What follows belongs to an exercise in optimizing a design on an open flow for small area, a short achievable clock period and few clock cycles per item; a production flow would make more cautious choices. Only simulation tests tie the RTL to the original design; equivalence was not proved.

[flow/config.mk]
export PLATFORM = sky130hd
export DESIGN_NAME = narind_hmac
export DESIGN_NICKNAME = narind_hmac
export VERILOG_FILES = /design/flow/design.v
export SDC_FILE = /design/flow/constraint.sdc
export NUM_CORES = 4
export LEC_CHECK = 0
export ABC_AREA = 1
export CAP_MARGIN = 20
export CORE_MARGIN = 2
export CORE_UTILIZATION = 40
export SETUP_SLACK_MARGIN = 5
export SLEW_MARGIN = 20
export TNS_END_PERCENT = 100
[flow/constraint.sdc]
create_clock -name core_clock -period 10.0 [get_ports {clk}]
set_input_delay 2.0000 -clock core_clock [delete_from_list [all_inputs] [get_ports {clk}]]
set_output_delay 2.0000 -clock core_clock [all_outputs]
set_load 0.01 [all_outputs]
[flow/design.v]
module sha256_round (
    input  wire [31:0] a, b, c, d, e, f, g,
    input  wire [31:0] k,
    input  wire [31:0] hw,     
    output wire [31:0] a_new,
    output wire [31:0] e_new
);
    wire [31:0] s1  = {e[5:0], e[31:6]} ^ {e[10:0], e[31:11]} ^ {e[24:0], e[31:25]};
    wire [31:0] ch  = (e & f) ^ (~e & g);
    wire [31:0] s0  = {a[1:0], a[31:2]} ^ {a[12:0], a[31:13]} ^ {a[21:0], a[31:22]};
    wire [31:0] maj = (a & b) ^ (a & c) ^ (b & c);
    wire [31:0] ps   = hw ^ k ^ maj;
    wire [31:0] pc_f = (hw & k) | (hw & maj) | (k & maj);
    wire [31:0] pc   = {pc_f[30:0], 1'b0};
    wire [31:0] qs   = hw ^ k ^ d;
    wire [31:0] qc_f = (hw & k) | (hw & d) | (k & d);
    wire [31:0] qc   = {qc_f[30:0], 1'b0};
    wire [31:0] ls   = s1 ^ ch ^ s0;
    wire [31:0] lc_f = (s1 & ch) | (s1 & s0) | (ch & s0);
    wire [31:0] lc   = {lc_f[30:0], 1'b0};
    wire [31:0] r1s = s1 ^ ch ^ qs;
    wire [31:0] r1c_f = (s1 & ch) | (s1 & qs) | (ch & qs);
    wire [31:0] r1c = {r1c_f[30:0], 1'b0};
    wire [31:0] r2s = r1s ^ r1c ^ qc;
    wire [31:0] r2c_f = (r1s & r1c) | (r1s & qc) | (r1c & qc);
    wire [31:0] r2c = {r2c_f[30:0], 1'b0};
    assign e_new = r2s + r2c;
    wire [31:0] x1s = ps ^ pc ^ ls;
    wire [31:0] x1c_f = (ps & pc) | (ps & ls) | (pc & ls);
    wire [31:0] x1c = {x1c_f[30:0], 1'b0};
    wire [31:0] y1s = x1s ^ x1c ^ lc;
    wire [31:0] y1c_f = (x1s & x1c) | (x1s & lc) | (x1c & lc);
    wire [31:0] y1c = {y1c_f[30:0], 1'b0};
    assign a_new = y1s + y1c;
endmodule
module sha256_sched (
    input  wire [31:0] wm2,    
    input  wire [31:0] wm7,    
    input  wire [31:0] wm15,   
    input  wire [31:0] wm16,   
    output wire [31:0] wn
);
    wire [31:0] ls0 = {wm15[6:0], wm15[31:7]} ^ {wm15[17:0], wm15[31:18]} ^ (wm15 >> 3);
    wire [31:0] ls1 = {wm2[16:0], wm2[31:17]} ^ {wm2[18:0], wm2[31:19]} ^ (wm2 >> 10);
    wire [31:0] s1s = wm7 ^ wm16 ^ ls0;
    wire [31:0] s1c_f = (wm7 & wm16) | (wm7 & ls0) | (wm16 & ls0);
    wire [31:0] s1c = {s1c_f[30:0], 1'b0};
    wire [31:0] s2s = s1s ^ s1c ^ ls1;
    wire [31:0] s2c_f = (s1s & s1c) | (s1s & ls1) | (s1c & ls1);
    wire [31:0] s2c = {s2c_f[30:0], 1'b0};
    assign wn = s2s + s2c;
endmodule
module narind_hmac (
    input  wire         clk,
    input  wire         rst,         
    input  wire         start,
    input  wire [255:0] key,         
    output wire         idle,
    input  wire         in_valid,
    output wire         in_ready,
    input  wire [31:0]  in_data,
    input  wire         in_last,
    output wire         done,
    output wire [127:0] tag
);
    localparam [255:0] IV = {32'h6a09e667, 32'hbb67ae85, 32'h3c6ef372, 32'ha54ff53a,
                             32'h510e527f, 32'h9b05688c, 32'h1f83d9ab, 32'h5be0cd19};
    localparam [1:0] P_KO = 2'd0, P_KI = 2'd1, P_DATA = 2'd2, P_FIN = 2'd3;
    reg         s_idle, s_xfer, s_round, s_final;
    reg [1:0]   ph;
    reg [5:0]   u;
    reg [3:0]   jh;            
    reg         hs;            
    reg [3:0]   rcnt;          
    reg         done_r;
    reg         end_seen;      
    reg         port_done;     
    reg         rdy_r;         
    reg         pad80;         
    reg         lenok;         
    reg         lastb;         
    reg [8:0]   nwords;
    reg         hd_v, sk_v;
    reg [31:0]  hd_d, sk_d;
    reg         hd_l, sk_l;
    reg [31:0]  a, b, c, d, e, f, g, h;
    reg [31:0]  w [0:15];      
    reg [31:0]  H [0:7];       
    reg [31:0]  KO [0:7];      
    reg  [31:0] kt;            
    reg  [31:0] dw;
    always @(posedge clk) dw <= g + w[13];
    wire [31:0] a_new, e_new;
    sha256_round u_round (
        .a(a), .b(b), .c(c), .d(d), .e(e), .f(f), .g(g),
        .k(kt), .hw(dw), .a_new(a_new), .e_new(e_new)
    );
    wire [31:0] wnew;
    sha256_sched u_sched (.wm2(w[14]), .wm7(w[9]), .wm15(w[1]), .wm16(w[0]), .wn(wnew));
    wire [1:0]  j = u[1:0];
    wire [31:0] iva = ({32{jh[0]}} & IV[159:128]) | ({32{jh[1]}} & IV[191:160]) |
                      ({32{jh[2]}} & IV[223:192]) | ({32{jh[3]}} & IV[255:224]);
    wire [31:0] ive = ({32{jh[0]}} & IV[31:0])    | ({32{jh[1]}} & IV[63:32]) |
                      ({32{jh[2]}} & IV[95:64])   | ({32{jh[3]}} & IV[127:96]);
    wire [31:0] basea = (ph == P_DATA) ? H[3] : (ph == P_FIN) ? KO[3] : iva;
    wire [31:0] basee = (ph == P_DATA) ? H[7] : (ph == P_FIN) ? KO[7] : ive;
    wire [31:0] adda  = basea + d;
    wire [31:0] adde  = basee + h;
    wire        use_add = s_final && (ph != P_KO);
    wire [31:0] lda = use_add ? adda : (ph == P_FIN) ? KO[3] : iva;
    wire [31:0] lde = use_add ? adde : (ph == P_FIN) ? KO[7] : ive;
    wire        sched = u[5] | u[4];
    wire        cur   = s_xfer || (s_round && !sched && (u[3] | u[2]));
    wire [3:0]  ix    = u[3:0];
    wire [31:0] hw    = H[ix[2:0]];
    wire [31:0] bitlen = {18'd0, nwords + 9'd16, 5'd0};
    wire f_key  = (cur && (ph == P_KO || ph == P_KI)) || (s_final && ph == P_KO);
    wire f_opad = cur && (ph == P_KO);
    wire f_fin  = cur && (ph == P_FIN);
    wire f_data = (cur && s_round && ph == P_DATA) ||
                  (s_final && (ph == P_KI || (ph == P_DATA && !lastb)));
    wire need_in = f_data && !end_seen;                
    wire rot     = (rcnt != 4'd0) || (need_in && !hd_v);
    wire adv     = !s_idle && !rot;                    
    wire take    = need_in && adv;                     
    reg [31:0] src;
    always @(*) begin
        src = 32'd0;
        if (s_round && sched) begin
            src = wnew;
        end else if (f_key) begin
            src = (f_opad ? 32'h5c5c5c5c : 32'h36363636) ^ (ix[3] ? 32'd0 : hw);
        end else if (f_fin) begin
            if (!ix[3])              src = hw;
            else if (ix == 4'd8)     src = 32'h80000000;
            else if (ix == 4'd15)    src = 32'd768;
        end else if (f_data) begin
            if (!end_seen)                 src = hd_d;
            else if (pad80)                src = 32'h80000000;
            else if (ix == 4'd15 && lenok) src = bitlen;
        end
    end
    integer i;
    always @(posedge clk) begin
        for (i = 0; i < 15; i = i + 1)
            w[i] <= w[i+1];
        w[15] <= rot ? w[0] : src;
    end
    reg [5:0] u_n;
    always @(*) begin
        u_n = u;
        if (s_idle)
            u_n = 6'd0;
        else if (adv) begin
            if (s_round && u == 6'd3)     
                u_n = 6'd0;
            else if (s_final && j == 2'd3 && ph == P_DATA && lastb)
                u_n = 6'd0;               
            else
                u_n = u + 6'd1;           
        end
    end
    reg [31:0] kn;
    always @(*) begin
        case (u)
            6'd0 : kn = 32'ha4506ceb; 6'd1 : kn = 32'hbef9a3f7;
            6'd2 : kn = 32'hc67178f2; 6'd3 : kn = 32'h428a2f98;
            6'd4 : kn = 32'h71374491; 6'd5 : kn = 32'hb5c0fbcf;
            6'd6 : kn = 32'he9b5dba5; 6'd7 : kn = 32'h3956c25b;
            6'd8 : kn = 32'h59f111f1; 6'd9 : kn = 32'h923f82a4;
            6'd10: kn = 32'hab1c5ed5; 6'd11: kn = 32'hd807aa98;
            6'd12: kn = 32'h12835b01; 6'd13: kn = 32'h243185be;
            6'd14: kn = 32'h550c7dc3; 6'd15: kn = 32'h72be5d74;
            6'd16: kn = 32'h80deb1fe; 6'd17: kn = 32'h9bdc06a7;
            6'd18: kn = 32'hc19bf174; 6'd19: kn = 32'he49b69c1;
            6'd20: kn = 32'hefbe4786; 6'd21: kn = 32'h0fc19dc6;
            6'd22: kn = 32'h240ca1cc; 6'd23: kn = 32'h2de92c6f;
            6'd24: kn = 32'h4a7484aa; 6'd25: kn = 32'h5cb0a9dc;
            6'd26: kn = 32'h76f988da; 6'd27: kn = 32'h983e5152;
            6'd28: kn = 32'ha831c66d; 6'd29: kn = 32'hb00327c8;
            6'd30: kn = 32'hbf597fc7; 6'd31: kn = 32'hc6e00bf3;
            6'd32: kn = 32'hd5a79147; 6'd33: kn = 32'h06ca6351;
            6'd34: kn = 32'h14292967; 6'd35: kn = 32'h27b70a85;
            6'd36: kn = 32'h2e1b2138; 6'd37: kn = 32'h4d2c6dfc;
            6'd38: kn = 32'h53380d13; 6'd39: kn = 32'h650a7354;
            6'd40: kn = 32'h766a0abb; 6'd41: kn = 32'h81c2c92e;
            6'd42: kn = 32'h92722c85; 6'd43: kn = 32'ha2bfe8a1;
            6'd44: kn = 32'ha81a664b; 6'd45: kn = 32'hc24b8b70;
            6'd46: kn = 32'hc76c51a3; 6'd47: kn = 32'hd192e819;
            6'd48: kn = 32'hd6990624; 6'd49: kn = 32'hf40e3585;
            6'd50: kn = 32'h106aa070; 6'd51: kn = 32'h19a4c116;
            6'd52: kn = 32'h1e376c08; 6'd53: kn = 32'h2748774c;
            6'd54: kn = 32'h34b0bcb5; 6'd55: kn = 32'h391c0cb3;
            6'd56: kn = 32'h4ed8aa4a; 6'd57: kn = 32'h5b9cca4f;
            6'd58: kn = 32'h682e6ff3; 6'd59: kn = 32'h748f82ee;
            6'd60: kn = 32'h78a5636f; 6'd61: kn = 32'h84c87814;
            6'd62: kn = 32'h8cc70208; 6'd63: kn = 32'h90befffa;
        endcase
    end
    always @(posedge clk)
        if (!rot) kt <= kn;
    always @(posedge clk) begin
        {b, c, d} <= {a, b, c};
        {f, g, h} <= {e, f, g};
        if (!adv) begin
            a <= h;
            e <= d;
        end else if (s_round) begin
            a <= a_new;
            e <= e_new;
        end else begin
            a <= lda;
            e <= lde;
        end
    end
    always @(posedge clk) begin
        if (s_idle) begin
            if (start)
                for (i = 0; i < 8; i = i + 1)
                    H[i] <= key[255 - 32*i -: 32];
        end else if (hs) begin
            H[0] <= rot ? H[3] : adda;
            H[1] <= H[0];
            H[2] <= H[1];
            H[3] <= H[2];
            H[4] <= rot ? H[7] : adde;
            H[5] <= H[4];
            H[6] <= H[5];
            H[7] <= H[6];
        end
        KO[0] <= (s_final && ph == P_KO) ? adda : KO[3];
        KO[1] <= KO[0];
        KO[2] <= KO[1];
        KO[3] <= KO[2];
        KO[4] <= (s_final && ph == P_KO) ? adde : KO[7];
        KO[5] <= KO[4];
        KO[6] <= KO[5];
        KO[7] <= KO[6];
    end
    wire pin = in_valid && rdy_r;                      
    always @(posedge clk) begin
        if (take) begin
            if (sk_v) begin
                hd_d <= sk_d;
                hd_l <= sk_l;
                sk_d <= in_data;
                sk_l <= in_last;
            end else begin
                hd_d <= in_data;
                hd_l <= in_last;
            end
        end else if (!hd_v) begin
            hd_d <= in_data;
            hd_l <= in_last;
        end else if (!sk_v) begin
            sk_d <= in_data;
            sk_l <= in_last;
        end
    end
    wire hd_v_n  = take ? (sk_v || pin) : (hd_v || pin);
    wire sk_v_n  = take ? (sk_v && pin) : (sk_v || (hd_v && pin));
    wire pdone_n = !s_idle && (port_done || (pin && in_last));
    always @(posedge clk) begin
        u <= u_n;
        if (s_idle)
            jh <= 4'b0001;
        else if (adv)
            jh <= {jh[2:0], jh[3]};
        if (rst) begin
            s_idle  <= 1'b1;
            s_xfer  <= 1'b0;
            s_round <= 1'b0;
            s_final <= 1'b0;
            hs      <= 1'b0;
            done_r  <= 1'b0;
            rdy_r   <= 1'b0;
            hd_v    <= 1'b0;
            sk_v    <= 1'b0;
            rcnt    <= 4'd0;
        end else begin
            hd_v      <= hd_v_n;
            sk_v      <= sk_v_n;
            port_done <= pdone_n;
            rdy_r     <= !(s_idle && !start) && !(hd_v_n && sk_v_n) && !pdone_n;
            rcnt      <= rot ? rcnt + 4'd1 : 4'd0;
            if (s_idle) begin
                if (start) begin
                    s_idle   <= 1'b0;
                    s_xfer   <= 1'b1;
                    ph       <= P_KO;
                    done_r   <= 1'b0;
                    end_seen <= 1'b0;
                    pad80    <= 1'b0;
                    lenok    <= 1'b0;
                    lastb    <= 1'b0;
                    nwords   <= 9'd0;
                end
            end
            if (adv && s_xfer && j == 2'd3) begin
                s_xfer  <= 1'b0;
                s_round <= 1'b1;
            end
            if (adv && s_round && u == 6'd3) begin    
                s_round <= 1'b0;
                s_final <= 1'b1;
                hs      <= (ph != P_KO);
            end
            if (adv && s_final && j == 2'd3) begin
                s_final <= 1'b0;
                hs      <= 1'b0;
                case (ph)
                    P_KO: begin
                        ph      <= P_KI;
                        s_round <= 1'b1;
                    end
                    P_KI: begin
                        ph      <= P_DATA;
                        s_round <= 1'b1;
                    end
                    P_DATA: begin
                        lastb <= 1'b0;
                        if (lastb) begin
                            ph     <= P_FIN;
                            s_xfer <= 1'b1;
                        end else begin
                            s_round <= 1'b1;
                        end
                    end
                    default: begin
                        done_r <= 1'b1;
                        s_idle <= 1'b1;
                    end
                endcase
            end
            if (adv && f_data) begin
                if (!end_seen) begin
                    nwords <= nwords + 9'd1;
                    if (hd_l) begin
                        end_seen <= 1'b1;
                        pad80    <= 1'b1;
                    end
                end else begin
                    if (pad80) begin
                        pad80 <= 1'b0;
                        lenok <= (ix <= 4'd13);
                    end else if (ix == 4'd15 && lenok) begin
                        lastb <= 1'b1;
                    end
                end
                if (ix == 4'd0 && !(end_seen && pad80))
                    lenok <= 1'b1;
            end
        end
    end
    assign idle     = s_idle;
    assign in_ready = rdy_r;
    assign done     = done_r;
    assign tag      = {H[0], H[1], H[2], H[3]};
endmodule
[flow/run.sh]
#!/bin/bash
# synth_recipe.tcl (not shown) runs the flow's synth.tcl, then flattens the netlist and writes it again
# the make line also repeats each setting of config.mk as NAME=value (left out here)
make -C /OpenROAD-flow-scripts/flow DESIGN_CONFIG=/design/flow/config.mk WORK_HOME=/design/flow/orfs CLKGATE_MAP_FILE= SYNTH_SCRIPT=/design/flow/synth_recipe.tcl finish
==> impl_metrics.json, run 1 <==
{
  "cts_max_path_buffers": 3,
  "fin_crit_sh_pct": 50.9,
  "antenna_left": 0,
  "io_pins": 424,
  "ys.flop_type": "dfxtp_1",
  "synthesis.area_mm2": 0.0698,
  "vias": 61190,
  "htreeDepth": 4,
  "design.core.area_mm2": 0.174,
  "synthXorXnorAreaFrac_pct": 4.22,
  "ys_seq_elements": 1449,
  "worst_pin_slew_ns": 1.15,
  "synth_fa_ha_area_share_pct": 12.0,
  "netlist_top_cells_area": "dfxtp_1 31%, edfxtp_1 16%, nand2_1 12%, fa_1 8.1%, inv_1 5.2%",
  "clkLatencyLatePin_ns": 0.85,
  "synthDistinctLibCells": 68,
  "critPathCaptureType": "flop",
  "synthArstFlopShare_pct": 0,
  "grt_use_met1_pct": 46.0,
  "crit_path_start_kind": "flop",
  "netlist_instances": 8150,
  "period_needed_ns": 5.09,
  "crit_chain": "ha_2 -> ha_1 -> buf_4 -> clkinvlp_4 -> nand3_1 -> nor2_1 -> nand2_1 -> buf_4 -> clkinvlp_4 -> nand2_1 -> nor3b_2 -> o21ai_0 -> a21oi_1 -> a21oi_1",
  "fmax_mhz": 197,
  "hold_start": "KO[6][23]",
  "antenna_found_initial": 27,
  "setup_viol": 0,
  "max_stage_delay_ns": 0.70,
  "r2r_start": "u[1]",
  "status": "timing/DRC/antenna clean",
  "fin_setup_tns_ns": 0,
  "fillerInstances": 16851,
  "synth_mux_area_share_pct": 0.473,
  "viasPerCell": 5.56,
  "fp.dieW_um": 422,
  "cts_hold_buf": 0,
  "slew_headroom_pct": 23.2,
  "synthSimpleGateAreaFrac_pct": 18.9,
  "synth_compound_area_share_pct": 10.6,
  "numClockSinks": 1449,
  "cp_data_required_time_ns": 10.72,
  "dp_slack_ns": 4.03,
  "yosys.area.top_type": "dfxtp_1",
  "cp.arrival_ns": 5.80,
  "report.final.slew_viol_count": 0,
  "die_area_mm2": 0.178,
  "grt_pass1_vias": 57973,
  "finalWirelength_um": 325000,
  "fin_worst_skew_ns": 0.0525,
  "seqCellArea_mm2": 0.0328,
  "drt_first_pass_iters": 8,
  "grt_max_degree": 195,
  "cts_tree": "built",
  "multi_input_area_mm2": 0.0325,
  "synth_common_cells": "2182 x nand2_1, 1079 x dfxtp_1, 964 x inv_1",
  "yosys_warnings": 7,
  "drive_gt1_share_pct": 5.59,
  "grt_usage_pct": 35.6,
  "clk_pin_slew_ns": 0.07,
  "synth_top_area_share_pct": 31.0,
  "holdPathStages": 0,
  "use_met2_pct": 53.7,
  "portBuffers": 423,
  "clock-root-buffer": "clkbuf_16",
  "synth_edf_count": 370,
  "cts_buffers": 153,
  "cap_violations": 0,
  "crit_fanout": 23,
  "synth.most_common_cell": "nand2_1",
  "area_growth_pct": 17.9,
  "die_h_um": 422,
  "final.setup.worst_slack_ns": 4.91,
  "synth_top_family_by_area": "simple AND/OR/NAND/NOR gates",
  "hold_viol": 0,
  "grt.busiest_layer": "met2",
  "slowest_stage": "dfxtp_1",
  "min_to": "KO[7][23]",
  "initial_core_util_pct": 40.2,
  "nNetsFinal": 9314,
  "grt_pass1_wl_um": 446000,
  "wl_per_cell_um": 29.5,
  "drc": 0,
  "path_class": "flop to flop",
  "grt_setup_unrepaired": "yes",
  "min_path_type": "flop to flop",
  "rows": 153,
  "worstRegToRegCells": 14,
  "gp_congestion": 1.04,
  "synth_nets": 8922,
  "dp_hpwl_um": 261000,
  "overflow": 0,
  "drt_iter0_drc": 7734,
  "rrSetupSlack_ns": 4.91,
  "synth_area_per_cell_um2": 8.56,
  "rr_endpoint": "w[15][16]",
  "grt_use_met3_pct": 8.76,
  "ys_seq_area_share_pct": 46.9
}
==> flip-flops by register name, summed over array words and instances, names as in the netlist, 2 cells and up <==
signal  cells
g          32
hd_d       32
u           6
e          32
H         256
KO        256
a          32
b          32
c          32
h          32
jh          4
w         512
rcnt        4
dw         32
f          32
sk_d       32
ph          2
kt         32
nwords      9
d          32
==> worst max-delay path by stage <==
stage | startpoint | end | slack, ns | depth (start not counted)
after floorplan | s_idle | H[0][0] | 4.93 | 2
after global placement | u[1] | w[15][23] | 4.02 | 13
final | u[1] | w[15][16] | 4.91 | 14
after detailed placement | u[0] | w[15][16] | 4.03 | 13
after global routing | g[7] | a[12] | 4.99 | 17
after CTS | e[27] | a[26] | 5.00 | 19
==> critical path: cells and delay by family (launching register included) <==
kind / cells / cell delay (ns)
AOI/OAI and AO/OA: 3 / 0.68
adders and majority gates: 2 / 0.78
buffers and inverters: 4 / 1.66
DFF: 1 / 0.70
and+or+nand+nor: 5 / 1.08
==> cell type report <==
cell class	instances	area share (%)
diodes	16	0.0487
clock buffers	203	5.20
clock inverters	82	1.36
inverters	981	4.53
multi-input cells	5460	39.5
flip-flops and latches	1449	39.9
well taps	2325	3.54
repair buffers	494	5.89
repair inverters	3	0.0183
==> per-stage QoR <==
step,utilization [%],cells,cell area [um2],hold slack [ns]
2_1_floorplan,-,8150,69800,0.310
3_3_place_gp,44.0,10700,76300,0.310
3_5_place_dp,44.0,10701,76400,0.312
4_1_cts,47.2,10988,81900,0.314
5_1_grt,47.4,11007,82200,0.321
6_report,47.4,11013,82300,0.313
==> cells in the final DEF, fill, tap and decap left out, types with 40 or more instances in the layout <==
cell and count:
o21ai_0 609, nand2_1 2178, dfxtp_1 1030, nor3_1 45, buf_4 63, a21oi_1 358
clkdlybuf4s50_1 423, o22ai_1 52, edfxtp_1 370, xnor2_1 139, o211ai_1 42, inv_1 955
a31oi_1 57, fa_1 280, ha_1 193, clkbuf_16 155, nand4_1 68, xor2_1 186
dfxtp_2 40, nor2_1 446, o21ai_1 88, nand3_1 375
==> timing repair <==
action / CTS / global route
pin swaps: 1 / 4
endpoints found under the setup margin: 76 / 106
gates cloned: 2 / 1
setup buffers: 0 / 7
resized for setup: 52 / 87
==> metal layers <==
layer	share of wire [%]	vias up
met2	43	3558
met5	0.028	-
met4	7.2	14
met3	10	744
li1	-	27192
met1	39	29682
==> cells by family (layout without fill, tap and decap cells) <==
logic type | after synthesis | in the layout
AO/OA/AOI/OAI | 1348 | 1348
XOR/XNOR | 336 | 336
adder cells (fa/ha/maj) | 508 | 508
buffers and inverters | 1241 | 1763
flip-flops | 1449 | 1449
multiplexers | 33 | 33
other | 0 | 16
AND/OR/NAND/NOR | 3235 | 3235
Testbench counts, summed over its fixed seeds: cycles 108,760, frames 192.
==> run 2: changes to the inputs <==
==> flow/flow/run.sh (new file) <==
#!/bin/bash
set -euo pipefail
m=$(cat flow/setup_margin)
sed "s/ SETUP_SLACK_MARGIN=5 / SETUP_SLACK_MARGIN=$m /" standard.sh > standard_margin.sh
grep -q " SETUP_SLACK_MARGIN=$m " standard_margin.sh
bash standard_margin.sh finish > flow_make.log 2>&1
==> flow/flow/setup_margin (new file) <==
6.5
==> flow/standard.sh (new file) <==
#!/bin/bash
# synth_recipe.tcl (not shown) runs the flow's synth.tcl, then flattens the netlist and writes it again
# the make line also repeats each setting of config.mk as NAME=value (left out here)
make -C /OpenROAD-flow-scripts/flow DESIGN_CONFIG=/design/flow/config.mk WORK_HOME=/design/flow/orfs CLKGATE_MAP_FILE= SYNTH_SCRIPT=/design/flow/synth_recipe.tcl "${@:-finish}"
removed: flow/run.sh
==> impl_metrics.json, run 2 <==
{
  "status": "timing/DRC/antenna clean",
  "portBuffers": 423,
  "critPathCaptureType": "flop",
  "design.core.area_mm2": 0.174,
  "drc": 0,
  "clkLatencyLatePin_ns": 0.87,
  "fmax_mhz": 232,
  "cts_max_path_buffers": 3,
  "synth.most_common_cell": "nand2_1",
  "die_h_um": 422,
  "top_register": "w",
  "final.setup.worst_slack_ns": 5.69,
  "fin_crit_sh_pct": 43.1,
  "synth_top_area_share_pct": 31.0,
  "crit_end": "a[30]",
  "min_path_type": "flop to flop",
  "report.final.slew_viol_count": 0,
  "yosys_warnings": 7,
  "drt_iter0_drc": 7688,
  "grt_pass1_vias": 61172,
  "fin_worst_skew_ns": 0.0732,
  "initial_core_util_pct": 40.2,
  "synthesis.area_mm2": 0.0698,
  "period_needed_ns": 4.31,
  "grt_pass1_wl_um": 465000,
  "io_pins": 424,
  "layout_common_cells": "1784 x nand2_1, 946 x dfxtp_1, 868 x inv_1, 505 x buf_4, 435 x o21ai_0",
  "slew_headroom_pct": 24.5,
  "slowest_stage": "fa_1",
  "dp_hpwl_um": 263000,
  "crit_fanout": 4,
  "fin_setup_tns_ns": 0,
  "rows": 153,
  "r2r_start": "e[13]",
  "cp.arrival_ns": 4.99,
  "ys_seq_area_share_pct": 46.9,
  "htreeDepth": 4,
  "netlist_top_cells_area": "dfxtp_1 31%, edfxtp_1 16%, nand2_1 12%, fa_1 8.1%, inv_1 5.2%",
  "antenna_left": 0,
  "grt_max_degree": 218,
  "wl_per_cell_um": 29.9,
  "clk_pin_slew_ns": 0.06,
  "grt_setup_unrepaired": "yes",
  "vias": 64826,
  "top_layer": "met5",
  "netlist_instances": 8150,
  "met2_length_um": 150000,
  "dp_slack_ns": 3.65,
  "cts_tree": "built",
  "rrSetupSlack_ns": 5.69,
  "synth_common_cells": "2182 x nand2_1, 1079 x dfxtp_1, 964 x inv_1",
  "cap_violations": 0,
  "synthArstFlopShare_pct": 0,
  "setup_viol": 0,
  "worstRegToRegCells": 18,
  "path_class": "flop to flop",
  "synthDistinctLibCells": 68,
  "synth_area_per_cell_um2": 8.56,
  "ys_seq_elements": 1449,
  "drt_first_pass_iters": 7,
  "yosys.area.top_type": "dfxtp_1",
  "nNetsFinal": 9912,
  "area_growth_pct": 38.5,
  "synth_edf_count": 370,
  "clock-root-buffer": "clkbuf_16",
  "crit_chain": "xor2_4 -> xor2_2 -> fa_1 -> fa_1 -> inv_1 -> fa_1 -> ha_4 -> fa_2 -> nand3_2 -> nand3_4 -> nand3_4 -> nand3_4 -> nand2_1 -> nand3_1 -> nand2_1 -> nor2_1 -> nor2_2 -> a21boi_1",
  "die_area_mm2": 0.178,
  "reg.largest.list": "w x512, H x256, KO x256",
  "rr_endpoint": "a[30]",
  "worst_pin_slew_ns": 1.13,
  "crit_start": "e[13]",
  "largest_register_ffs": 512,
  "crit_path_start_kind": "flop",
  "grt_usage_pct": 37.1,
  "cp_data_required_time_ns": 10.68,
  "numClockSinks": 1449,
  "fp.dieW_um": 422,
  "overflow": 0,
  "antenna_found_initial": 28,
  "wl_met1_um": 133000,
  "ys.flop_type": "dfxtp_1",
  "cts_buffers": 156,
  "layout_commonest_cell": "nand2_1",
  "met3WireLength_um": 35600,
  "finalWirelength_um": 347000,
  "hold_viol": 0,
  "viasPerCell": 5.59,
  "gp_congestion": 1.02,
  "synth_nets": 8922,
  "max_stage_delay_ns": 0.49,
  "drive_gt1_share_pct": 29.2
}
## run 2: changes by cell type in the layout (fill, tap and decap cells not counted), moves of 143 or more
cell and delta:
buf_4 +442, nand2_4 +144, nand2_1 -394, buf_6 +143, a21oi_1 -154, nand2_2 +237
o21ai_0 -174
## run 2: per-stage QoR
| stage | area (um2) | util (%) | cells | hold slack, ns |
|---|---|---|---|---|
| 2_1_floorplan | 70600 | - | 8150 | 0.310 |
| 5_1_grt | 96600 | 55.6 | 11601 | 0.316 |
| 6_report | 96600 | 55.6 | 11606 | 0.291 |
| 4_1_cts | 90300 | 52.0 | 11370 | 0.285 |
| 3_5_place_dp | 77000 | 44.4 | 10693 | 0.312 |
| 3_3_place_gp | 77000 | 44.3 | 10691 | 0.309 |
## run 2: critical path: cells and delay by family (launching register included)
family          cells  cell delay (ns)
buf+inv             1             0.05
flops               1             0.48
xor+xnor            2             0.39
simple gates        9             1.05
compound gates      1             0.12
fa+ha+maj           5             2.04
## run 2: cell families (layout without fill, tap and decap cells)
logic type,Yosys count,count (layout),synth area share (%)
compound gates,1348,1348,10.6
xor+xnor,336,336,4.22
fa+ha+maj,508,508,12.0
buf+inv,1241,2358,6.91
flops,1449,1449,46.9
mux,33,33,0.473
other cells,0,9,0
simple gates,3235,3240,18.9
## run 2: worst min-delay path by stage
stage | startpoint | endpoint | cells past startpoint
2_1_floorplan | KO[0][0] | KO[1][0] | 0
3_3_place_gp | w[15][22] | w[14][22] | 0
3_5_place_dp | KO[0][30] | KO[1][30] | 0
4_1_cts | KO[0][22] | KO[1][22] | 0
5_1_grt | KO[0][22] | KO[1][22] | 0
6_report | KO[0][22] | KO[1][22] | 0
## run 2: metal layers
| metal | vias to the layer above | global-route usage, % |
|---|---|---|
| met5 | - | 0 |
| li1 | 28366 | - |
| met1 | 31740 | 48.0 |
| met4 | 20 | 22.4 |
| met3 | 941 | 8.44 |
| met2 | 3759 | 56.6 |
## run 2: layout make-up
class / count / area, um2
well taps: 2325 / 2910
repair inverters: 3 / 26.3
diodes: 9 / 22.5
repair buffers: 1084 / 9840
clock inverters: 81 / 1030
fillers: 15557 / 77000
inverters: 981 / 3850
multi-input cells: 5465 / 41500
flip-flops and latches: 1449 / 33100
clock buffers: 209 / 4360
## run 2: repair_timing
| item | CTS | global route |
|---|---|---|
| pin swaps | 462 | 563 |
| setup endpoints to repair | 760 | 315 |
| setup buffers | 380 | 216 |
| hold buffers | 0 | 0 |
| cloned | 7 | 11 |
| gates resized for setup | 1904 | 1086 |
==> run 3: changes to the inputs <==
--- a/flow/design.v
+++ b/flow/design.v
@@ -1,6 +1,6 @@
 module sha256_round (
-    input  wire [31:0] a, b, c, d, e, f, g,
+    input  wire [31:0] a, b, c, d, e, f, g, h,
     input  wire [31:0] k,
-    input  wire [31:0] hw,     
+    input  wire [31:0] w,
     output wire [31:0] a_new,
     output wire [31:0] e_new
@@ -10,25 +10,28 @@
     wire [31:0] s0  = {a[1:0], a[31:2]} ^ {a[12:0], a[31:13]} ^ {a[21:0], a[31:22]};
     wire [31:0] maj = (a & b) ^ (a & c) ^ (b & c);
-    wire [31:0] ps   = hw ^ k ^ maj;
-    wire [31:0] pc_f = (hw & k) | (hw & maj) | (k & maj);
-    wire [31:0] pc   = {pc_f[30:0], 1'b0};
-    wire [31:0] qs   = hw ^ k ^ d;
-    wire [31:0] qc_f = (hw & k) | (hw & d) | (k & d);
-    wire [31:0] qc   = {qc_f[30:0], 1'b0};
-    wire [31:0] ls   = s1 ^ ch ^ s0;
-    wire [31:0] lc_f = (s1 & ch) | (s1 & s0) | (ch & s0);
-    wire [31:0] lc   = {lc_f[30:0], 1'b0};
-    wire [31:0] r1s = s1 ^ ch ^ qs;
-    wire [31:0] r1c_f = (s1 & ch) | (s1 & qs) | (ch & qs);
+    wire [31:0] ps = h ^ k ^ w;
+    wire [31:0] pc_full = (h & k) | (h & w) | (k & w);
+    wire [31:0] pcy = {pc_full[30:0], 1'b0};
+    wire [31:0] q1s = ps ^ pcy ^ d;
+    wire [31:0] q1c_f = (ps & pcy) | (ps & d) | (pcy & d);
+    wire [31:0] q1c = {q1c_f[30:0], 1'b0};
+    wire [31:0] r1s = s1 ^ ch ^ q1s;
+    wire [31:0] r1c_f = (s1 & ch) | (s1 & q1s) | (ch & q1s);
     wire [31:0] r1c = {r1c_f[30:0], 1'b0};
-    wire [31:0] r2s = r1s ^ r1c ^ qc;
-    wire [31:0] r2c_f = (r1s & r1c) | (r1s & qc) | (r1c & qc);
+    wire [31:0] r2s = r1s ^ r1c ^ q1c;
+    wire [31:0] r2c_f = (r1s & r1c) | (r1s & q1c) | (r1c & q1c);
     wire [31:0] r2c = {r2c_f[30:0], 1'b0};
     assign e_new = r2s + r2c;
-    wire [31:0] x1s = ps ^ pc ^ ls;
-    wire [31:0] x1c_f = (ps & pc) | (ps & ls) | (pc & ls);
+    wire [31:0] u1s = ps ^ pcy ^ maj;
+    wire [31:0] u1c_f = (ps & pcy) | (ps & maj) | (pcy & maj);
+    wire [31:0] u1c = {u1c_f[30:0], 1'b0};
+    wire [31:0] v1s = s1 ^ ch ^ s0;
+    wire [31:0] v1c_f = (s1 & ch) | (s1 & s0) | (ch & s0);
+    wire [31:0] v1c = {v1c_f[30:0], 1'b0};
+    wire [31:0] x1s = u1s ^ u1c ^ v1s;
+    wire [31:0] x1c_f = (u1s & u1c) | (u1s & v1s) | (u1c & v1s);
     wire [31:0] x1c = {x1c_f[30:0], 1'b0};
-    wire [31:0] y1s = x1s ^ x1c ^ lc;
-    wire [31:0] y1c_f = (x1s & x1c) | (x1s & lc) | (x1c & lc);
+    wire [31:0] y1s = x1s ^ x1c ^ v1c;
+    wire [31:0] y1c_f = (x1s & x1c) | (x1s & v1c) | (x1c & v1c);
     wire [31:0] y1c = {y1c_f[30:0], 1'b0};
     assign a_new = y1s + y1c;
@@ -89,10 +92,8 @@
     reg [31:0]  KO [0:7];      
     reg  [31:0] kt;            
-    reg  [31:0] dw;
-    always @(posedge clk) dw <= g + w[13];
     wire [31:0] a_new, e_new;
     sha256_round u_round (
-        .a(a), .b(b), .c(c), .d(d), .e(e), .f(f), .g(g),
-        .k(kt), .hw(dw), .a_new(a_new), .e_new(e_new)
+        .a(a), .b(b), .c(c), .d(d), .e(e), .f(f), .g(g), .h(h),
+        .k(kt), .w(w[12]), .a_new(a_new), .e_new(e_new)
     );
     wire [31:0] wnew;
@@ -113,5 +114,5 @@
     wire        cur   = s_xfer || (s_round && !sched && (u[3] | u[2]));
     wire [3:0]  ix    = u[3:0];
-    wire [31:0] hw    = H[ix[2:0]];
+    wire [31:0] hw    = ix[2] ? (ix[0] ? H[6] : H[4]) : H[ix[1:0]];
     wire [31:0] bitlen = {18'd0, nwords + 9'd16, 5'd0};
     wire f_key  = (cur && (ph == P_KO || ph == P_KI)) || (s_final && ph == P_KO);
@@ -214,9 +215,9 @@
         end
     end
+    wire hload = s_idle && start;
     always @(posedge clk) begin
-        if (s_idle) begin
-            if (start)
-                for (i = 0; i < 8; i = i + 1)
-                    H[i] <= key[255 - 32*i -: 32];
+        if (hload) begin
+            for (i = 0; i < 4; i = i + 1)
+                H[i] <= key[255 - 32*i -: 32];
         end else if (hs) begin
             H[0] <= rot ? H[3] : adda;
@@ -224,5 +225,10 @@
             H[2] <= H[1];
             H[3] <= H[2];
-            H[4] <= rot ? H[7] : adde;
+        end
+        if (hload) begin
+            for (i = 4; i < 8; i = i + 1)
+                H[i] <= key[255 - 32*i -: 32];
+        end else begin
+            H[4] <= (hs && !rot) ? adde : H[7];
             H[5] <= H[4];
             H[6] <= H[5];
==> flow/run.sh (new file) <==
#!/bin/bash
# synth_recipe.tcl (not shown) runs the flow's synth.tcl, then flattens the netlist and writes it again
# the make line also repeats each setting of config.mk as NAME=value (left out here)
make -C /OpenROAD-flow-scripts/flow DESIGN_CONFIG=/design/flow/config.mk WORK_HOME=/design/flow/orfs CLKGATE_MAP_FILE= SYNTH_SCRIPT=/design/flow/synth_recipe.tcl finish
removed: flow/flow/run.sh
removed: flow/flow/setup_margin
removed: flow/standard.sh
==> impl_metrics.json, run 3 <==
{
  "status": "timing/DRC/antenna clean",
  "rows": 149,
  "io_pins": 424,
  "grt_usage_pct": 35.8,
  "hold_viol": 0,
  "synth.most_common_cell": "nand2_1",
  "clkLatencyLatePin_ns": 0.85,
  "critPathBufInv": 4,
  "cts_buffers": 154,
  "layout_commonest_cell": "nand2_1",
  "max_stage_delay_ns": 0.61,
  "crit_fanout": 4,
  "overflow": 0,
  "holdPathStages": 0,
  "ys_seq_elements": 1417,
  "synth_nets": 8689,
  "synth_edf_count": 242,
  "fp.dieW_um": 412,
  "netlist_instances": 7944,
  "cts_max_path_buffers": 3,
  "area_growth_pct": 18.9,
  "fin_setup_tns_ns": 0,
  "yosys.area.top_type": "dfxtp_1",
  "synth_common_cells": "2243 x nand2_1, 1175 x dfxtp_1, 990 x inv_1",
  "cp_data_required_time_ns": 10.79,
  "path_common_cell": "nand2_1",
  "crit_path_start_kind": "flop",
  "drive_gt1_share_pct": 5.85,
  "nNetsFinal": 9070,
  "hold_start": "KO[1][18]",
  "yosys_warnings": 7,
  "vias": 58185,
  "fin_crit_sh_pct": 49.3,
  "top_register": "w",
  "crit_chain": "fa_2 -> fa_1 -> fa_1 -> inv_1 -> fa_1 -> inv_1 -> ha_4 -> inv_1 -> fa_1 -> inv_2 -> nand3_1 -> nand3_2 -> nand2_1 -> nand2_2 -> nand2_1 -> nand2_1 -> nand2_1 -> nand3b_1 -> nand3_1 -> o21ai_0 -> nand2_1 -> nand2_1",
  "reg.largest.list": "w x512, H x256, KO x256",
  "worst-path-stages": 22,
  "rrSetupSlack_ns": 5.07,
  "worstRegToRegCells": 22,
  "synthDistinctLibCells": 63,
  "drt_iter0_drc": 7404,
  "drc": 0,
  "viasPerCell": 5.46,
  "ys.flop_type": "dfxtp_1",
  "rr_endpoint": "e[22]",
  "synthesis.area_mm2": 0.0666,
  "setup_viol": 0,
  "cp.arrival_ns": 5.71,
  "synth_area_per_cell_um2": 8.39,
  "numClockSinks": 1417,
  "report.final.slew_viol_count": 0,
  "grt_pass1_wl_um": 424000,
  "clock-root-buffer": "clkbuf_16",
  "cap_violations": 0,
  "antenna_found_initial": 19,
  "period_needed_ns": 4.93,
  "initial_core_util_pct": 40.3,
  "layout_common_cells": "2237 x nand2_1, 1123 x dfxtp_1, 983 x inv_1, 553 x o21ai_0, 433 x nor2_1",
  "clk_pin_slew_ns": 0.06,
  "die_area_mm2": 0.170,
  "ys_seq_area_share_pct": 46.2,
  "dpl.cell_count": 10354,
  "slew_headroom_pct": 27.4,
  "place_area_mm2": 0.0730,
  "grt_pass1_vias": 54756,
  "layout.cells.non_filler": 10650,
  "cts_tree": "built",
  "min_to": "KO[2][18]",
  "antenna_left": 0,
  "critPathCaptureType": "flop",
  "r2r_start": "kt[1]",
  "design.core.area_mm2": 0.165,
  "netlist_top_cells_area": "dfxtp_1 35%, nand2_1 13%, edfxtp_1 11%, fa_1 8.6%, inv_1 5.6%",
  "fin_worst_skew_ns": 0.0534,
  "gp_congestion": 1.01,
  "grt_setup_unrepaired": "yes",
  "worst_pin_slew_ns": 1.09,
  "drt_first_pass_iters": 6,
  "finalWirelength_um": 310000,
  "slowest_stage": "fa_2",
  "wl_per_cell_um": 29.1,
  "critical-path-top-delay-family": "adder cells",
  "synth_top_area_share_pct": 35.3,
  "fmax_mhz": 203,
  "synthArstFlopShare_pct": 0,
  "cts_hold_buf": 0,
  "grt_max_degree": 147,
  "portBuffers": 423,
  "dp_hpwl_um": 249000,
  "largest_register_ffs": 512,
  "path_class": "flop to flop",
  "htreeDepth": 4,
  "fin_area_mm2": 0.0792,
  "die_h_um": 412,
  "min_path_type": "flop to flop"
}
-- run 3: changes by cell type in the layout (fill, tap and decap cells not counted), sizes merged, moves of 31 or more --
cell and change:
ha -31, nand2 +53, o21ai -120, a21oi -63, edfxtp -128, dfxtp +96
clkdlybuf4s50 +131, buf -729, inv +33
-- run 3: how the worst max path moves through the flow --
stage,start,end,slack [ns]
2_1_floorplan,start,H[0][0],5.35
3_3_place_gp,h[1],e[22],4.68
3_5_place_dp,h[1],e[22],4.61
4_1_cts,h[2],e[22],4.86
5_1_grt,h[2],e[22],4.83
6_report,kt[1],e[22],5.07
-- run 3: worst register-to-register path: stages, from the launching register on --
cell and delay (ns):
edfxtp_1 0.43, fa_2 0.61, fa_1 0.46, fa_1 0.56
inv_1 0.05, fa_1 0.36, inv_1 0.10, ha_4 0.19
inv_1 0.08, fa_1 0.48, inv_2 0.12, nand3_1 0.09
nand3_2 0.11, nand2_1 0.07, nand2_2 0.17, nand2_1 0.09
nand2_1 0.13, nand2_1 0.09, nand3b_1 0.09, nand3_1 0.17
o21ai_0 0.18, nand2_1 0.14, nand2_1 0.11
-- run 3: cell families after synthesis --
family	synth area share (%)
adder cells (fa/ha/maj)	12.0
multiplexers	0.511
AO/OA/AOI/OAI	10.1
AND/OR/NAND/NOR	19.7
XOR/XNOR	4.22
flip-flops	46.2
buffers and inverters	7.26
-- run 3: area by class of cell --
cell class	count	area, um2
antenna	6	15.0
clock buffer	198	4300
clock inverter	88	1470
fill	16188	86000
inverter	1004	3780
multi-input combinational	5270	31300
sequential	1417	30900
tap	2189	2740
timing repair buffer	478	4670
-- run 3: metal layers --
metal  share of wire [%]  wire length, um  vias up  GRT usage [%]
li1                    -                -    26170              -
met1                  42           130000    28194           49.5
met2                  43           133000     3232           53.8
met3                 9.4            29100      571           6.85
met4                 5.6            17300       18           17.0
met5               0.037              115        -              0
-- run 3: per-stage QoR --
stage / util, % / setup slack [ns] / hold slack [ns]
after floorplan: - / 5.35 / 0.310
after global placement: 44.2 / 4.68 / 0.309
after detailed placement: 44.2 / 4.61 / 0.312
after CTS: 47.7 / 4.86 / 0.277
after global routing: 47.9 / 4.83 / 0.280
final: 47.9 / 5.07 / 0.281
-- run 3: timing repair --
action,in CTS,in global routing
gates resized for setup,22,98
endpoints found under the setup margin,14,54
buffers inserted,1,2
Testbench counts of run 3, summed over its fixed seeds: cycles 108,760, frames 192.
==> run 4: changes to the inputs <==
--- a/flow/design.v
+++ b/flow/design.v
@@ -78,13 +78,8 @@
     reg         done_r;
     reg         end_seen;      
-    reg         port_done;     
-    reg         rdy_r;         
     reg         pad80;         
     reg         lenok;         
     reg         lastb;         
     reg [8:0]   nwords;
-    reg         hd_v, sk_v;
-    reg [31:0]  hd_d, sk_d;
-    reg         hd_l, sk_l;
     reg [31:0]  a, b, c, d, e, f, g, h;
     reg [31:0]  w [0:15];      
@@ -122,7 +117,7 @@
                   (s_final && (ph == P_KI || (ph == P_DATA && !lastb)));
     wire need_in = f_data && !end_seen;                
-    wire rot     = (rcnt != 4'd0) || (need_in && !hd_v);
+    wire rdy     = need_in && (rcnt == 4'd0);          
+    wire rot     = (rcnt != 4'd0) || (need_in && !in_valid);
     wire adv     = !s_idle && !rot;                    
-    wire take    = need_in && adv;                     
     reg [31:0] src;
     always @(*) begin
@@ -137,5 +132,5 @@
             else if (ix == 4'd15)    src = 32'd768;
         end else if (f_data) begin
-            if (!end_seen)                 src = hd_d;
+            if (!end_seen)                 src = in_data;
             else if (pad80)                src = 32'h80000000;
             else if (ix == 4'd15 && lenok) src = bitlen;
@@ -244,27 +239,4 @@
         KO[7] <= KO[6];
     end
-    wire pin = in_valid && rdy_r;                      
-    always @(posedge clk) begin
-        if (take) begin
-            if (sk_v) begin
-                hd_d <= sk_d;
-                hd_l <= sk_l;
-                sk_d <= in_data;
-                sk_l <= in_last;
-            end else begin
-                hd_d <= in_data;
-                hd_l <= in_last;
-            end
-        end else if (!hd_v) begin
-            hd_d <= in_data;
-            hd_l <= in_last;
-        end else if (!sk_v) begin
-            sk_d <= in_data;
-            sk_l <= in_last;
-        end
-    end
-    wire hd_v_n  = take ? (sk_v || pin) : (hd_v || pin);
-    wire sk_v_n  = take ? (sk_v && pin) : (sk_v || (hd_v && pin));
-    wire pdone_n = !s_idle && (port_done || (pin && in_last));
     always @(posedge clk) begin
         u <= u_n;
@@ -280,13 +252,6 @@
             hs      <= 1'b0;
             done_r  <= 1'b0;
-            rdy_r   <= 1'b0;
-            hd_v    <= 1'b0;
-            sk_v    <= 1'b0;
             rcnt    <= 4'd0;
         end else begin
-            hd_v      <= hd_v_n;
-            sk_v      <= sk_v_n;
-            port_done <= pdone_n;
-            rdy_r     <= !(s_idle && !start) && !(hd_v_n && sk_v_n) && !pdone_n;
             rcnt      <= rot ? rcnt + 4'd1 : 4'd0;
             if (s_idle) begin
@@ -342,5 +307,5 @@
                 if (!end_seen) begin
                     nwords <= nwords + 9'd1;
-                    if (hd_l) begin
+                    if (in_last) begin
                         end_seen <= 1'b1;
                         pad80    <= 1'b1;
@@ -360,5 +325,5 @@
     end
     assign idle     = s_idle;
-    assign in_ready = rdy_r;
+    assign in_ready = rdy;
     assign done     = done_r;
     assign tag      = {H[0], H[1], H[2], H[3]};
==> impl_metrics.json, run 4 <==
{
  "antenna_found_initial": 18,
  "fmax_mhz": 199,
  "slew_headroom_pct": 24.6,
  "gp_congestion": 1.04,
  "reg.largest.list": "w x512, H x256, KO x256",
  "fin_crit_sh_pct": 50.2,
  "synth_edf_count": 175,
  "io_pins": 424,
  "drc": 0,
  "cp_data_required_time_ns": 10.74,
  "r2r_start": "h[13]",
  "fin_setup_tns_ns": 0,
  "netlist_instances": 7647,
  "portBuffers": 423,
  "slowest_stage": "fa_1",
  "fin_worst_skew_ns": 0.0498,
  "worst_pin_slew_ns": 1.13,
  "viasPerCell": 5.50,
  "cts_max_path_buffers": 3,
  "hold_viol": 0,
  "nNetsFinal": 8789,
  "synth_common_cells": "2143 x nand2_1, 1172 x dfxtp_1, 942 x inv_1",
  "grt_setup_unrepaired": "yes",
  "synthDistinctLibCells": 71,
  "setup_viol": 0,
  "grt_pass1_vias": 53554,
  "crit_path_start_kind": "flop",
  "cts_hold_buf": 0,
  "holdPathStages": 0,
  "crit_chain": "inv_2 -> fa_1 -> or2_2 -> nand2_1 -> xnor2_1 -> fa_1 -> inv_1 -> fa_1 -> ha_2 -> nand2_1 -> nor2_2 -> inv_1 -> nor2_1 -> nand4_1 -> nand3_1 -> nor2_1 -> o21ai_2 -> nand2_1 -> inv_1 -> nand2_1 -> nand2_1",
  "rrSetupSlack_ns": 4.98,
  "path_common_cell": "nand2_1",
  "drt_iter0_drc": 7245,
  "fp.dieW_um": 403,
  "clock-root-buffer": "clkbuf_16",
  "synth.most_common_cell": "nand2_1",
  "layout_common_cells": "2135 x nand2_1, 1135 x dfxtp_1, 934 x inv_1, 478 x o21ai_0, 454 x nor2_1",
  "area_growth_pct": 18.5,
  "die_h_um": 403,
  "ys.flop_type": "dfxtp_1",
  "synthesis.area_mm2": 0.0636,
  "wl_per_cell_um": 28.7,
  "path_class": "flop to flop",
  "netlist_top_cells_area": "dfxtp_1 37%, nand2_1 13%, fa_1 9.0%, edfxtp_1 8.3%, inv_1 5.6%",
  "yosys.area.top_type": "dfxtp_1",
  "dp_hpwl_um": 237000,
  "initial_core_util_pct": 40.2,
  "overflow": 0,
  "synth_area_per_cell_um2": 8.31,
  "cap_violations": 0,
  "layout_commonest_cell": "nand2_1",
  "vias": 56265,
  "top_register": "w",
  "design.core.area_mm2": 0.158,
  "synth_nets": 8394,
  "max_stage_delay_ns": 0.56,
  "cts_tree": "built",
  "ys_seq_area_share_pct": 45.2,
  "status": "timing/DRC/antenna clean",
  "min_to": "KO[1][28]",
  "worstRegToRegCells": 21,
  "largest_register_ffs": 512,
  "min_path_type": "flop to flop",
  "numClockSinks": 1347,
  "drt_first_pass_iters": 7,
  "fillerInstances": 15308,
  "yosys_warnings": 7,
  "rr_endpoint": "a[20]",
  "grt_pass1_wl_um": 404000,
  "clkLatencyLatePin_ns": 0.82,
  "hold_start": "KO[0][28]",
  "grt_usage_pct": 35.4,
  "drive_gt1_share_pct": 5.69,
  "period_needed_ns": 5.02,
  "cts_buffers": 144,
  "critPathCaptureType": "flop",
  "report.final.slew_viol_count": 0,
  "cp.arrival_ns": 5.76,
  "rows": 146,
  "die_area_mm2": 0.162,
  "synthArstFlopShare_pct": 0,
  "finalWirelength_um": 294000,
  "htreeDepth": 4,
  "clk_pin_slew_ns": 0.07,
  "antenna_left": 0,
  "grt_max_degree": 146,
  "synth_top_area_share_pct": 36.9,
  "crit_fanout": 5,
  "ys_seq_elements": 1347
}
## run 4: worst max-delay path by stage
stage	end	cells past startpoint	slack, ns	from
after floorplan	H[0][0]	4	5.35	start
after global placement	a[19]	17	4.73	e[10]
after detailed placement	a[19]	17	4.76	e[10]
after CTS	a[12]	18	4.98	ph[1]
after global routing	a[20]	19	4.93	a[21]
final	a[20]	21	4.98	h[13]
## run 4: area by class of cell
class / count / area [um2] / share of cell area (%)
multi-input combinational: 5111 / 30500 / 40.5
clock inverter: 67 / 1060 / 1.41
sequential: 1347 / 28800 / 38.2
timing repair buffer: 478 / 4690 / 6.23
clock buffer: 198 / 4050 / 5.38
tap: 2072 / 2590 / 3.44
inverter: 960 / 3630 / 4.82
antenna: 6 / 15.0 / 0.0199
## run 4: repair_timing
item                                   in CTS  in global routing
gates cloned                                1                  2
endpoints found under the hold margin       0                  0
pin swaps                                   2                  1
resized for setup                          36                 83
setup endpoints to repair                   8                 58
buffers inserted                            4                  3
## run 4: critical path: cells and delay by family, from the launching register on
family	cells	cell delay, ns
flip-flops	1	0.49
XOR/XNOR	1	0.19
buffers and inverters	4	0.43
AO/OA/AOI/OAI	1	0.20
AND/OR/NAND/NOR	11	1.74
adder cells (fa/ha/maj)	4	1.89
## run 4: per-stage QoR
step                setup slack (ns)  hold slack [ns]  instances  cell area [um2]  util (%)
floorplan                       5.35            0.310       7647            63600         -
global placement                4.73            0.310       9957            69700      44.1
detailed placement              4.76            0.312       9957            69700      44.1
CTS                             4.98            0.303      10227            75000      47.5
global route                    4.93            0.301      10233            75300      47.7
finish                          4.98            0.302      10239            75300      47.7
## run 4: metal layers
| metal | track usage, % | up-vias | routed length (um) |
|---|---|---|---|
| met1 | 46.1 | 27125 | 117000 |
| met2 | 54.2 | 3245 | 128000 |
| li1 | - | 25190 | - |
| met4 | 20.2 | 18 | 20000 |
| met5 | 0 | - | 120 |
| met3 | 7.66 | 687 | 28700 |
## run 4: kinds of logic after synthesis
logic type                 share of synthesized area [%]
and+or+nand+nor                                     20.3
AOI/OAI and AO/OA                                   10.1
DFF                                                 45.2
xor gates and xnor gates                            4.42
muxes                                             0.0177
adders and majority gates                           12.7
buffers and inverters                               7.33
Testbench counts of run 4, summed over its fixed seeds: cycles 108,760, frames 192.
==> run 5: changes to the inputs <==
--- a/flow/config.mk
+++ b/flow/config.mk
@@ -10,4 +10,5 @@
 export CORE_MARGIN = 2
 export CORE_UTILIZATION = 40
+export CTS_BUF_LIST = sky130_fd_sc_hd__clkbuf_8
 export SETUP_SLACK_MARGIN = 5
 export SLEW_MARGIN = 20
==> impl_metrics.json, run 5 <==
{
  "dp_hpwl_um": 237000,
  "slowest_stage": "dfxtp_1",
  "min_path_type": "flop to flop",
  "synthDistinctLibCells": 71,
  "ys_seq_elements": 1347,
  "ys_seq_area_share_pct": 45.2,
  "max_stage_delay_ns": 0.58,
  "layout_commonest_cell": "nand2_1",
  "crit_chain": "xnor2_1 -> xor2_1 -> inv_1 -> fa_1 -> inv_1 -> fa_1 -> inv_1 -> fa_1 -> ha_1 -> nand2_1 -> inv_1 -> a21oi_1 -> a21boi_1 -> nand4_1 -> nand3_2 -> nand2_1 -> a21oi_1 -> nor2_1",
  "yosys_warnings": 7,
  "critPathBufInv": 4,
  "clkLatencyLatePin_ns": 1.04,
  "fin_setup_tns_ns": 0,
  "drc": 0,
  "initial_core_util_pct": 40.2,
  "portBuffers": 423,
  "yosys.area.top_type": "dfxtp_1",
  "status": "timing/DRC/antenna clean",
  "critPathCaptureType": "flop",
  "hold_viol": 0,
  "rrSetupSlack_ns": 5.03,
  "final_util_pct": 47.4,
  "rows": 146,
  "crit_start": "a[5]",
  "cts_hold_buf": 0,
  "report.final.slew_viol_count": 0,
  "gp_congestion": 1.04,
  "drt_first_pass_iters": 6,
  "die_h_um": 403,
  "htreeDepth": 4,
  "cp_data_required_time_ns": 10.91,
  "synthArstFlopShare_pct": 0,
  "finalWirelength_um": 295000,
  "path_class": "flop to flop",
  "cts_tree": "built",
  "worstRegToRegCells": 18,
  "ys.flop_type": "dfxtp_1",
  "crit_fanout": 5,
  "synth_common_cells": "2143 x nand2_1, 1172 x dfxtp_1, 942 x inv_1",
  "antenna_found_initial": 17,
  "cap_violations": 0,
  "wl_per_cell_um": 28.4,
  "synth_area_per_cell_um2": 8.31,
  "grt_usage_pct": 35.5,
  "nNetsFinal": 8863,
  "largest_register_ffs": 512,
  "slew_headroom_pct": 21.1,
  "grt_pass1_wl_um": 405000,
  "grt_pass1_vias": 54168,
  "top_register": "w",
  "hold_start": "w[8][25]",
  "worst_pin_slew_ns": 1.18,
  "fp.dieW_um": 403,
  "rr_endpoint": "a[25]",
  "area_growth_pct": 17.9,
  "antenna_left": 0,
  "synth_top_area_share_pct": 36.9,
  "numClockSinks": 1347,
  "cp.arrival_ns": 5.88,
  "fmax_mhz": 201,
  "cts_max_path_buffers": 3,
  "setup_viol": 0,
  "vias": 56799,
  "r2r_start": "a[5]",
  "drt_iter0_drc": 7518,
  "grt_setup_unrepaired": "yes",
  "path_common_cell": "inv_1",
  "clk_pin_slew_ns": 0.06,
  "synthesis.area_mm2": 0.0636,
  "netlist_top_cells_area": "dfxtp_1 37%, nand2_1 13%, fa_1 9.0%, edfxtp_1 8.3%, inv_1 5.6%",
  "holdPathStages": 0,
  "cts_buffers": 217,
  "critical-path-top-delay-family": "adder cells",
  "layout.cells.non_filler": 10377,
  "synth_nets": 8394,
  "netlist_instances": 7647,
  "layout_common_cells": "2134 x nand2_1, 1135 x dfxtp_1, 1008 x inv_1, 479 x o21ai_0, 455 x nor2_1",
  "viasPerCell": 5.47,
  "fin_crit_sh_pct": 49.7,
  "overflow": 0,
  "synth.most_common_cell": "nand2_1",
  "fin_worst_skew_ns": 0.101,
  "reg.largest.list": "w x512, H x256, KO x256",
  "clock-root-buffer": "clkbuf_8",
  "drive_gt1_share_pct": 6.62,
  "crit_path_start_kind": "flop",
  "design.core.area_mm2": 0.158,
  "min_to": "w[7][25]",
  "dpl.cell_count": 9957,
  "io_pins": 424,
  "grt_max_degree": 146,
  "synth_edf_count": 175,
  "die_area_mm2": 0.162,
  "period_needed_ns": 4.97
}
## run 5: changes by cell type in the layout (fill, tap and decap cells not counted), sizes merged
| cell | delta |
|---|---|
| diode | +4 |
| clkinvlp | -2 |
| clkinv | +2 |
| clkbuf | +65 |
| bufinv | -5 |
| inv | +74 |
| dlygate4sd2 | -1 |
| bufbuf | +1 |
## run 5: cells by family after synthesis
kind of cell | count (synthesis) | share of synthesized area [%]
compound gates | 1148 | 10.1
buf+inv | 1191 | 7.33
simple gates | 3162 | 20.3
mux | 1 | 0.0177
xor+xnor | 321 | 4.42
fa+ha+maj | 477 | 12.7
flops | 1347 | 45.2
## run 5: worst reg2reg max path: stages, from the launching register on
cell      delay [ns]
dfxtp_1         0.58
xnor2_1         0.19
xor2_1          0.28
inv_1           0.12
fa_1            0.54
inv_1           0.05
fa_1            0.53
inv_1           0.05
fa_1            0.50
ha_1            0.45
nand2_1         0.16
inv_1           0.05
a21oi_1         0.28
a21boi_1        0.31
nand4_1         0.15
nand3_2         0.22
nand2_1         0.09
a21oi_1         0.27
nor2_1          0.06
## run 5: metal layers
layer | track usage (%) | wire [um] | vias to the layer above
met5 | 0 | 104 | -
li1 | - | - | 25392
met3 | 7.17 | 28000 | 721
met4 | 21.1 | 21100 | 14
met2 | 54.1 | 128000 | 3336
met1 | 46.5 | 118000 | 27336
## run 5: final cells by class
| class | instances | area, um2 |
|---|---|---|
| fillers | 15436 | 83000 |
| multi-input cells | 5111 | 30500 |
| flip-flops and latches | 1347 | 28800 |
| repair buffers | 479 | 4720 |
| inverters | 960 | 3630 |
| clock buffers | 262 | 3610 |
| well taps | 2072 | 2590 |
| clock inverters | 136 | 1100 |
| diodes | 10 | 25.0 |
## run 5: timing repair
item,in CTS,in global routing
buffers inserted,6,2
endpoints found under the setup margin,7,41
cloned,3,1
pin swaps,3,4
gates resized for setup,33,83
## run 5: through the flow
| step | area, um2 | setup WS (ns) | hold slack, ns |
|---|---|---|---|
| after floorplan | 63600 | 5.35 | 0.310 |
| after global placement | 69700 | 4.73 | 0.310 |
| after detailed placement | 69700 | 4.76 | 0.312 |
| after CTS | 74700 | 4.88 | 0.293 |
| after global routing | 74900 | 4.91 | 0.286 |
| final | 75000 | 5.03 | 0.301 |
## run 5: how the worst max path moves through the flow
stage               end  slack [ns]  cells past startpoint
2_1_floorplan   H[0][0]        5.35                      4
3_3_place_gp      a[19]        4.73                     17
3_5_place_dp      a[19]        4.76                     17
4_1_cts        in_ready        4.88                     10
5_1_grt           a[20]        4.91                     19
6_report          a[25]        5.03                     18
==> run 6: changes to the inputs <==
--- a/flow/config.mk
+++ b/flow/config.mk
@@ -13,3 +13,3 @@
 export SETUP_SLACK_MARGIN = 5
 export SLEW_MARGIN = 20
-export TNS_END_PERCENT = 100
+export TNS_END_PERCENT = 20
==> impl_metrics.json, run 6 <==
{
  "fin_setup_tns_ns": 0,
  "critical-path-top-delay-family": "simple AND/OR/NAND/NOR gates",
  "design.core.area_mm2": 0.158,
  "yosys_warnings": 7,
  "period_needed_ns": 4.98,
  "fmax_mhz": 201,
  "report.final.slew_viol_count": 0,
  "wl_per_cell_um": 28.4,
  "synthDistinctLibCells": 71,
  "synth_common_cells": "2143 x nand2_1, 1172 x dfxtp_1, 942 x inv_1",
  "synthesis.area_mm2": 0.0636,
  "top_register": "w",
  "reg.largest.list": "w x512, H x256, KO x256",
  "clk_pin_slew_ns": 0.07,
  "setup_viol": 0,
  "yosys.area.top_type": "dfxtp_1",
  "cts_tree": "built",
  "status": "timing/DRC/antenna clean",
  "min_path_type": "flop to flop",
  "ys_seq_area_share_pct": 45.2,
  "grt_max_degree": 146,
  "path_common_cell": "nand2_4",
  "ys_seq_elements": 1347,
  "nNetsFinal": 8863,
  "fin_crit_sh_pct": 49.8,
  "overflow": 0,
  "place_area_mm2": 0.0697,
  "area_growth_pct": 17.9,
  "vias": 56819,
  "largest_register_ffs": 512,
  "synth_area_per_cell_um2": 8.31,
  "die_area_mm2": 0.162,
  "hold_viol": 0,
  "ys.flop_type": "dfxtp_1",
  "fin_area_mm2": 0.0749,
  "grt_usage_pct": 35.5,
  "drt_iter0_drc": 7094,
  "slew_headroom_pct": 21.9,
  "dp_hpwl_um": 237000,
  "netlist_top_cells_area": "dfxtp_1 37%, nand2_1 13%, fa_1 9.0%, edfxtp_1 8.3%, inv_1 5.6%",
  "clock-root-buffer": "clkbuf_8",
  "numClockSinks": 1347,
  "htreeDepth": 4,
  "fin_worst_skew_ns": 0.100,
  "crit_fanout": 17,
  "cts_buffers": 217,
  "max_stage_delay_ns": 0.38,
  "rows": 146,
  "portBuffers": 423,
  "cap_violations": 0,
  "initial_core_util_pct": 40.2,
  "slowest_stage": "dfxtp_2",
  "critPathCaptureType": "output port",
  "worst_pin_slew_ns": 1.17,
  "die_h_um": 403,
  "cts_max_path_buffers": 3,
  "fp.dieW_um": 403,
  "path_class": "flop to output port",
  "layout_common_cells": "2136 x nand2_1, 1141 x dfxtp_1, 1009 x inv_1, 478 x o21ai_0, 457 x nor2_1",
  "drt_first_pass_iters": 6,
  "grt_pass1_vias": 54190,
  "gp_congestion": 1.04,
  "crit_chain": "buf_12 -> inv_4 -> nand2_4 -> nand3_4 -> nand2_4 -> nand3_4 -> nand2_4 -> nand2_1 -> nor4_1 -> dlygate4sd2_1",
  "viasPerCell": 5.48,
  "synthArstFlopShare_pct": 0,
  "clkLatencyLatePin_ns": 1.02,
  "critPathBufInv": 3,
  "io_pins": 424,
  "netlist_instances": 7647,
  "synth.most_common_cell": "nand2_1",
  "cp_data_required_time_ns": 8.00,
  "grt_setup_unrepaired": "yes",
  "crit_path_start_kind": "flop",
  "synth_nets": 8394,
  "synth_edf_count": 175,
  "synth_top_area_share_pct": 36.9,
  "finalWirelength_um": 295000,
  "layout_commonest_cell": "nand2_1",
  "cp.arrival_ns": 2.98,
  "grt_pass1_wl_um": 405000,
  "antenna_left": 0,
  "drive_gt1_share_pct": 6.45,
  "antenna_found_initial": 18,
  "drc": 0
}
[run 6: layout make-up]
cell class                      instances  area (um2)
Antenna cell                            7        17.5
Timing Repair Buffer                  479        4720
Fill cell                           15427       83100
Clock inverter                        136        1100
Inverter                              960        3630
Clock buffer                          262        3610
Tap cell                             2072        2590
Multi-Input combinational cell       5111       30500
Sequential cell                      1347       28800
[run 6: logic make-up (layout without fill, tap and decap cells)]
| family | count (synthesis) | after routing | synth area share (%) |
|---|---|---|---|
| other | 0 | 7 | 0 |
| xor gates and xnor gates | 321 | 321 | 4.42 |
| muxes | 1 | 1 | 0.0177 |
| buffers and inverters | 1191 | 1837 | 7.33 |
| DFF | 1347 | 1347 | 45.2 |
| adders and majority gates | 477 | 477 | 12.7 |
| AOI/OAI and AO/OA | 1148 | 1148 | 10.1 |
| and+or+nand+nor | 3162 | 3164 | 20.3 |
[run 6: repair_timing]
action,CTS,global route
setup endpoints to repair,7,42
gates resized for setup,25,74
hold buffers,0,0
buffers inserted,6,2
cloned,3,1
endpoints found under the hold margin,0,0
pin swaps,3,2
[run 6: path summary, 6_finish.rpt]
path         depth (start not counted)  slack, ns   endpoint  startpoint
max                                 10       5.02   in_ready        u[2]
min                                  0       0.30  KO[1][11]   KO[0][11]
max reg2reg                         19       5.04      a[20]       e[28]
min reg2reg                          0       0.30  KO[1][11]   KO[0][11]
[run 6: stage by stage]
step	hold slack [ns]	util, %	worst slack, ns	std cells
global route	0.286	47.4	4.91	10369
global placement	0.310	44.1	4.73	9957
detailed placement	0.312	44.1	4.76	9957
floorplan	0.310	-	5.35	7647
CTS	0.293	47.2	4.88	10364
finish	0.296	47.4	5.02	10374
[run 6: metal layers]
| layer | vias up | routed length [um] | global-route usage [%] |
|---|---|---|---|
| met5 | - | 345 | 0 |
| met4 | 18 | 20900 | 21.1 |
| met3 | 710 | 27300 | 7.26 |
| met2 | 3293 | 128000 | 54.0 |
| met1 | 27406 | 118000 | 46.5 |
| li1 | 25392 | - | - |

## port drivers added, routing unchanged
No port has a modelled driver above. Below, the same layouts with a new extraction and two added sets of constraints. Step 1: set_driving_cell puts a clkbuf_16 on clk and a buf_2 on each other input, an assumption about the parent block. Step 2 also shifts input and output timing later by t, the mid clock arrival at the registers, as if the neighbouring blocks saw the same clock. Slacks: ideal / step 1 / step 2; pairs: ideal / step 1.
| run | t (ns) | setup WS [ns] | worst hold slack (ns) | worst setup path after step 2 | latest minus earliest clock arrival (ns) |
|---|---|---|---|---|---|
| run 1 | 0.922 | 4.913 / 4.913 / 4.913 | 0.313 / 0.313 / 0.313 | register to register | 0.052 / 0.053 |
| run 2 | 0.931 | 5.691 / 5.691 / 5.691 | 0.291 / 0.291 / 0.291 | register to register | 0.073 / 0.073 |
| run 3 | 0.915 | 5.072 / 5.072 / 4.645 | 0.281 / 0.281 / 0.281 | input to register | 0.054 / 0.054 |
| run 4 | 0.892 | 4.981 / 4.981 / 4.698 | 0.302 / 0.302 / 0.302 | input to register | 0.050 / 0.050 |
| run 5 | 1.082 | 5.032 / 4.998 / 4.720 | 0.301 / 0.301 / 0.301 | input to register | 0.104 / 0.104 |
| run 6 | 1.062 | 5.024 / 4.935 / 4.704 | 0.296 / 0.296 / 0.296 | input to register | 0.103 / 0.103 |
After both steps every run listed still meets setup and hold. For run 3, which loses most, drivers alone change the setup slack by 0.000 ns; drivers and shift together by -0.427 ns.
